From an optimization exercise on the open Yosys and OpenROAD flow, aimed at small area, a short achievable clock period and few clock cycles; shortcuts taken in it are not production practice. Function was checked by simulation only, so behaviour that the tests miss may differ from the original.

## vigen_kdf
module vigen_kdf (
  input  wire         clk,
  input  wire         rst,
  input  wire         start,
  input  wire [255:0] root_key,
  input  wire [3:0]   owner,
  input  wire         machine,
  input  wire [15:0]  epoch,
  output wire         ready,
  output reg          done,
  output wire [255:0] data_key,
  output wire [255:0] tweak_key,
  output reg          weak_root
);
  reg         act;        
  reg         rdy;
  reg [3:0]   rnd;        
  reg         rn;         
  reg         r14;        
  reg         ldc;        
  reg         pk, pl, pc; 
  reg         chk;        
  reg         valid;      
  reg [255:0] root;
  reg [255:0] kwin;       
  reg         eqr;        
  reg [7:0]   obyte;
  reg [15:0]  ep;
  reg [127:0] st  [0:3];
  reg [127:0] xc  [0:3];
  reg [127:0] k2;         
  assign ready     = rdy;
  assign data_key  = {st[0], st[1]};
  assign tweak_key = {st[2], st[3]};
  wire take = start & rdy;
  wire hit  = valid & eqr;
  reg [7:0] rcon;
  always @(*) begin
    case (rnd)
      4'd1:    rcon = 8'h01;
      4'd3:    rcon = 8'h02;
      4'd5:    rcon = 8'h04;
      4'd7:    rcon = 8'h08;
      4'd9:    rcon = 8'h10;
      4'd11:   rcon = 8'h20;
      4'd13:   rcon = 8'h40;
      default: rcon = 8'h00;
    endcase
  end
  wire [127:0] nw;
  aes256_kexp u_kexp (.kw(kwin), .odd(rnd[0]), .rcon(rcon), .nw(nw));
  wire [127:0] rk = kwin[127:0];
  wire [127:0] ro [0:3];    
  wire [127:0] rl [0:3];    
  wire         mid  = rn && !r14;
  wire         load = act && ((chk && hit) || ldc);
  wire miss = act && chk && !hit;
  wire endl = act && rn && r14 && pl;
  wire endc = act && rn && r14 && pc;
  wire [127:0] m2c = {24'd0, 32'd512, 8'h80, 64'd0};
  wire [127:0] q   = k2 ^ root[255:128] ^ m2c;
  wire [127:0] lv = rl[0];
  ...
Size in the first run: about 1700 flip-flops, about 800 I/O pins, ~160000 um2 of cells after synthesis.
==> flow/config.mk <==
export PLATFORM = sky130hd
export DESIGN_NAME = vigen_kdf
export DESIGN_NICKNAME = vigen_kdf
export VERILOG_FILES = /design/flow/design.v
export SDC_FILE = /design/flow/constraint.sdc
export NUM_CORES = 4
export LEC_CHECK = 0
export CAP_MARGIN = 25
export CORE_MARGIN = 2
export CORE_UTILIZATION = 45
export SETUP_SLACK_MARGIN = 3.5
export SLEW_MARGIN = 20
export TNS_END_PERCENT = 5
==> flow/constraint.sdc <==
create_clock -name core_clock -period 10.0 [get_ports {clk}]
set_input_delay 2.0000 -clock core_clock [delete_from_list [all_inputs] [get_ports {clk}]]
set_output_delay 2.0000 -clock core_clock [all_outputs]
set_load 0.01 [all_outputs]
standard.sh (not shown) runs the stock make flow with config.mk's settings and CLKGATE_MAP_FILE= SYNTH_SCRIPT=/design/flow/synth_recipe.tcl, a recipe that flattens the netlist after the stock synthesis.
==> flow/flow/run.sh <==
#!/bin/bash
# Own layout flow: the standard layout, except that synthesis maps the
# logic with Yosys's own ABC script (which keeps the AES datapath's XOR
# structure) instead of ORFS's, and skips ORFS's full-adder extraction.
# Everything else, registers included, is the standard synthesis: the same
# synth passes (-nofsm -noshare), flip-flop mapping, flattening and renaming.
# Each tool's output goes to a log file of its own in the work folder.
set -euo pipefail
W=$PWD
# ABC's delay target for the mapping, in ps
export MY_ABC_PS=$(cat "$W/flow/abc_ps.txt")

# Synthesis script: the abc override, then the standard flow's synthesis script unchanged.
cat "$W/flow/abc_override.tcl" "$W/synth_recipe.tcl" > "$W/own_synth.tcl"

# standard.sh with that script (and no adder extraction), for the synth step.
sed -e "s|SYNTH_SCRIPT=[^ ]*synth_recipe.tcl|SYNTH_SCRIPT=$W/own_synth.tcl ADDER_MAP_FILE=|" \
  "$W/standard.sh" > "$W/own_synth.sh"
grep -q "own_synth.tcl ADDER_MAP_FILE=" "$W/own_synth.sh"

bash "$W/own_synth.sh" synth > "$W/synth.log" 2>&1
# The rest of the layout is the standard flow's own, from floorplan to finish.
bash "$W/standard.sh" > "$W/layout.log" 2>&1
test -f "$W/out/final.def"
==> flow/flow/abc_override.tcl <==
# Replaces the abc command that ORFS's synth.tcl calls: map with Yosys's
# default ABC script for liberty libraries, at the delay target MY_ABC_PS,
# with the same liberty files and don't-use cells, and without the 3-input
# XOR cells, which are slower and larger than two 2-input ones.
proc abc {args} {
  set lib_args {}
  foreach lib $::env(LIB_FILES) { lappend lib_args -liberty $lib }
  set du {}
  if { [info exists ::env(DONT_USE_CELLS)] } {
    foreach cell $::env(DONT_USE_CELLS) { lappend du -dont_use $cell }
  }
  lappend du -dont_use sky130_fd_sc_hd__xor3_* -dont_use sky130_fd_sc_hd__xnor3_*
  yosys abc {*}$lib_args {*}$du -D $::env(MY_ABC_PS)
}
==> flow/flow/abc_ps.txt <==
4000
Testbench counts at the start, summed over its fixed seeds: cycles 2,296.
Edit:
Settings changed: PLACE_DENSITY set to 0.75, SETUP_SLACK_MARGIN 3.5 to 4.
Result: Synthesized area does not change. Count of clock-buffer cells in the layout increases by 3. Routed wire length decreases by 2.6%. Via count increases by 2.1%. Core utilization increases by 1.3 points. Die area stays the same. Hold slack gets better by 0.0084 ns. Critical path depth decreases by 1.
Edit:
Settings changed: PLACE_DENSITY 0.75 to not set.
Effect: The changed run ran to the end with no violations; clock skew is lower by 0.022 ns; core utilization grows by 0.48 points; design area rises by 0.87%; non-clock buffer count rises by 63; via count shrinks by about 1%; register-to-register slack got worse by 0.16 ns; die area is unchanged.

---

## the reference run
vigen_kdf, a different RTL version from the one above (not shown whole).
For scale: ~1700 flip-flops, roughly 800 I/O pins.
==> flow/design.v (excerpt) <==
module vigen_kdf (
  input  wire         clk,
  input  wire         rst,
  input  wire         start,
  input  wire [255:0] root_key,
  input  wire [3:0]   owner,
  input  wire         machine,
  input  wire [15:0]  epoch,
  output wire         ready,
  output reg          done,
  output wire [255:0] data_key,
  output wire [255:0] tweak_key,
  output reg          weak_root
);
export LEC_CHECK = 0
export CAP_MARGIN = 30
export CORE_MARGIN = 2
export CORE_UTILIZATION = 45
export SETUP_SLACK_MARGIN = 4.5
export SLEW_MARGIN = 20
export TNS_END_PERCENT = 5
create_clock -name core_clock -period 10.0 [get_ports {clk}]
Scripts as last shown in full above: flow/flow/run.sh, flow/flow/abc_override.tcl, flow/flow/abc_ps.txt
Testbench counts of the reference run, summed over its fixed seeds: cycles 2,296.
Inputs modified between the reference run and the trial run:
diff --git a/flow/config.mk b/flow/config.mk
--- a/flow/config.mk
+++ b/flow/config.mk
@@ -9,5 +9,5 @@
 export CORE_MARGIN = 2
 export CORE_UTILIZATION = 45
-export SETUP_SLACK_MARGIN = 4.5
+export SETUP_SLACK_MARGIN = 4
 export SLEW_MARGIN = 20
 export TNS_END_PERCENT = 5
Findings:
The trial run finished every stage and its layout cleared the timing, DRC and antenna checks.
[compare] base=the reference run new=the trial run: register-to-register slack fell 0.30 ns; detailed-routing iteration count for the pre-antenna-repair pass now sits higher; final cell area excluding filler cells fell by 5.2%.
When the final numbers for the reference run and the trial run were put side by side, the worst hold margin turned out to be smaller in the trial run.
Setup slack is higher on the reference run
The lower actual transition at the worst max-transition pin came out of the reference run.
Mean number of vias per cell: the trial run vs the reference run — no meaningful difference

## static timing again, ports no longer ideal
In the flow no input, the clock included, has a driving cell. The finished layouts below were timed again as built, in two steps. Step 1 sets driving cells, clkbuf_16 on the clock port and buf_2 on the other inputs (assumed; they add their load-dependent delay and slew). Step 2, shift: input delay + t, output delay - t, t = (earliest + latest rising clock arrival at the registers) / 2. This alone moves slack from input paths to output paths. Three values: no drivers, after step 1, after step 2; two values: the first two.
run | t (ns) | setup slack, ns | worst setup path at the end | pins driven straight from the clock port
the first run of note 1 | 1.083 | 3.284 / 3.284 / 3.284 | register to register | 1
the second run of note 1 | 1.091 | 3.899 / 3.899 / 3.899 | register to register | 1
the third run of note 1 | 1.088 | 3.744 / 3.744 / 3.744 | register to register | 1
the reference run | 1.078 | 4.159 / 4.159 / 4.159 | register to register | 1
the trial run | 1.077 | 3.862 / 3.862 / 3.862 | register to register | 1
After both steps every run listed still meets setup and hold.
